What follows belongs to an exercise in optimizing a design on an open flow for small area, a short achievable clock period and few clock cycles; a production flow would make more cautious choices. In this exercise RTL edits were held to simulation tests only and were not proved equivalent to the original.

// chz_hash_core
module chz_hash_core (
  input  wire          clk,
  input  wire          rst,           
  input  wire          in_valid,
  output wire          in_ready,
  input  wire          in_first,      
  input  wire          in_mode,       
  input  wire [1023:0] in_block,      
  output reg           out_valid,
  output wire [383:0]  out_digest
);
For scale: roughly 13000 cells after synthesis.
clock: 12.0 ns
lec_check: 0
cap_margin: 50
core_margin: 2
core_utilization: 40
slew_margin: 50
synth_memory_max_bits: 16384
standard.sh (not shown) runs the stock make flow with config.mk's settings and CLKGATE_MAP_FILE= SYNTH_SCRIPT=/design/flow/synth_recipe.tcl, a recipe that flattens the netlist after the stock synthesis.
==> flow/flow/run.sh <==
#!/bin/bash
# The standard layout (standard.sh) with two changes to how it is made:
#  - port buffers are buf_1 cells instead of the delay cells buffer_ports picks;
#  - repair_timing is asked to leave 7 ns of setup slack on the design's clock.
# The SDC and the clock period are unchanged.
set -euo pipefail
bash standard.sh "BUFFER_PORTS_ARGS=-buffer_cell sky130_fd_sc_hd__buf_1" SETUP_SLACK_MARGIN=7 finish > standard.log 2>&1
Testbench counts at the start, summed over its fixed seeds: cycles 57,494.
Change:
--- a/flow/design.v
+++ b/flow/design.v
@@ -108,12 +108,13 @@
   reg  [6:0]        rcnt;         
   reg  [6:0]        kcnt;         
   reg               f3, f2, f1, f0, fz;   
   reg  [15:0][63:0] w;            
   reg  [63:0]       a, b, c, d;   
   reg  [63:0]       e, f, g;      
+  reg  [63:0]       an, en;       
   reg  [63:0]       pe;           
   reg  [63:0]       kr;           
   reg  [7:0][63:0]  hv;           
   wire       ld_last  = ld && (lcnt == 4'd15);
   reg [63:0] krom;
   always @* begin
@@ -274,14 +275,14 @@
       omode   <= mode;
       omode_n <= !mode;
     end
   end
   wire [63:0] he   = f3 ? hv[7] : (f2 ? hv[6] : (f1 ? hv[5] : hv[4]));
   wire [63:0] ha   = f2 ? hv[3] : (f1 ? hv[2] : (f0 ? hv[1] : hv[0]));
-  wire [63:0] se_h = add64(e, he);
-  wire [63:0] sa_h = add64(a, ha);
+  wire [63:0] se_h = add64(~en, he);
+  wire [63:0] sa_h = add64(~an, ha);
   wire [7:0][63:0] y;
   genvar gi;
   generate
     for (gi = 0; gi < 8; gi = gi + 1) begin : g_y
       if (gi == 0)
         assign y[gi] = ldfirst ? iv(ldmode, gi) : (fz ? sa_h : hv[gi]);
@@ -364,13 +365,13 @@
   wire [127:0] wc2   = csa_ss1(mode_w, w[14], wc1[63:0], wc1[127:64]);
   wire [63:0]  w_new = add64(wc2[63:0], wc2[127:64]);
   wire [63:0]  ch    = (e & f) ^ (~e & g);
   wire [127:0] ec    = csa_s1(mode_s1, e, ch, pe);
   wire [63:0]  sum_e = add64(ec[63:0], ec[127:64]);
   wire [63:0]  mj    = (a & b) ^ (a & c) ^ (b & c);
-  wire [127:0] ac1   = csa(e, ~d, mj);
+  wire [127:0] ac1   = csa(~en, ~d, mj);
   wire [127:0] ac2   = csa_s0(!mode_s0n, a, ac1[63:0], {ac1[127:65], 1'b1});
   wire [63:0]  sum_a = add64(ac2[63:0], ac2[127:64]);
   wire [63:0]  pdx   = ({64{ps_eh}} & hv[3]) | ({64{ps_e4}} & iv(1'b1, 3'd3)) | ({64{ps_e2}} & iv(1'b0, 3'd3))
                      | ({64{ps_ah}} & hv[2]) | ({64{ps_a4}} & iv(1'b1, 3'd2)) | ({64{ps_a2}} & iv(1'b0, 3'd2));
   wire [63:0]  pd    = pdx | ({64{ps_n}} & b);
   wire [63:0]  ph    = ({64{ps_eh}} & hv[7]) | ({64{ps_e4}} & iv(1'b1, 3'd7)) | ({64{ps_e2}} & iv(1'b0, 3'd7))
@@ -382,17 +383,19 @@
   integer i;
   always @(posedge clk) begin
     for (i = 0; i < 15; i = i + 1)
       w[i] <= w[i+1];
     w[15] <= ld ? ld_word : w_new;
     a  <= apre ? y[0] : sum_a;
-    b  <= apre ? y[1] : a;
+    an <= ~(apre ? y[0] : sum_a);
+    b  <= apre ? y[1] : ~an;
     c  <= apre ? y[2] : b;
     d  <= apre ? y[3] : c;
     e  <= epre ? y[4] : sum_e;
-    f  <= epre ? y[5] : e;
+    en <= ~(epre ? y[4] : sum_e);
+    f  <= epre ? y[5] : ~en;
     g  <= epre ? y[6] : f;
     pe <= pe_new;
     kr <= k_nx;
     if (apost && bfirst) begin
       for (i = 0; i < 8; i = i + 1)
         hv[i] <= iv(mode, i[2:0]);
The new run completed and failed the layout checks on antenna rules.
Die area went up by 2.7%.
Worst setup slack is worse by 0.019 ns.
Critical path depth went up by 5.
Cell area went up by 2.4%.
Worst hold slack is better by 0.044 ns.
Clock-buffer cell count went up by 66.
Cell count went up by 2.1%.
Flip-flop and latch count went up by 128.
Testbench counts after the change, summed over its fixed seeds: cycles 57,494.

## re-timing with driven ports
In the flow no input, the clock included, has a driving cell. The finished layouts below were timed again as built, in two steps. Step 1 sets driving cells, clkbuf_16 on the clock port and buf_2 on the other inputs (assumed; they add their load-dependent delay and slew). Step 2 adds t to the input delays and takes it off the output delays; t is the mean of the earliest and latest rising clock arrival at the registers after step 1. Input paths then give back, and output paths get back, about the clock's delay inside the block. Three values: no drivers, after step 1, after step 2; two values: the first two.
| run | t, ns | slack for setup (ns) | hold WS [ns] | worst setup path at the end | worst register clock-pin slew, ns |
|---|---|---|---|---|---|
| the first run | 1.104 | 6.884 / 6.883 / 6.691 | 0.258 / 0.258 / 0.258 | input to register | 0.08 / 0.08 |
| the second run | 1.037 | 6.866 / 6.809 / 6.866 | 0.303 / 0.303 / 0.303 | register to register | 0.07 / 0.07 |
The setup slack of the first run, which loses most, moves by -0.001 ns with the drivers and by -0.193 ns with both steps.
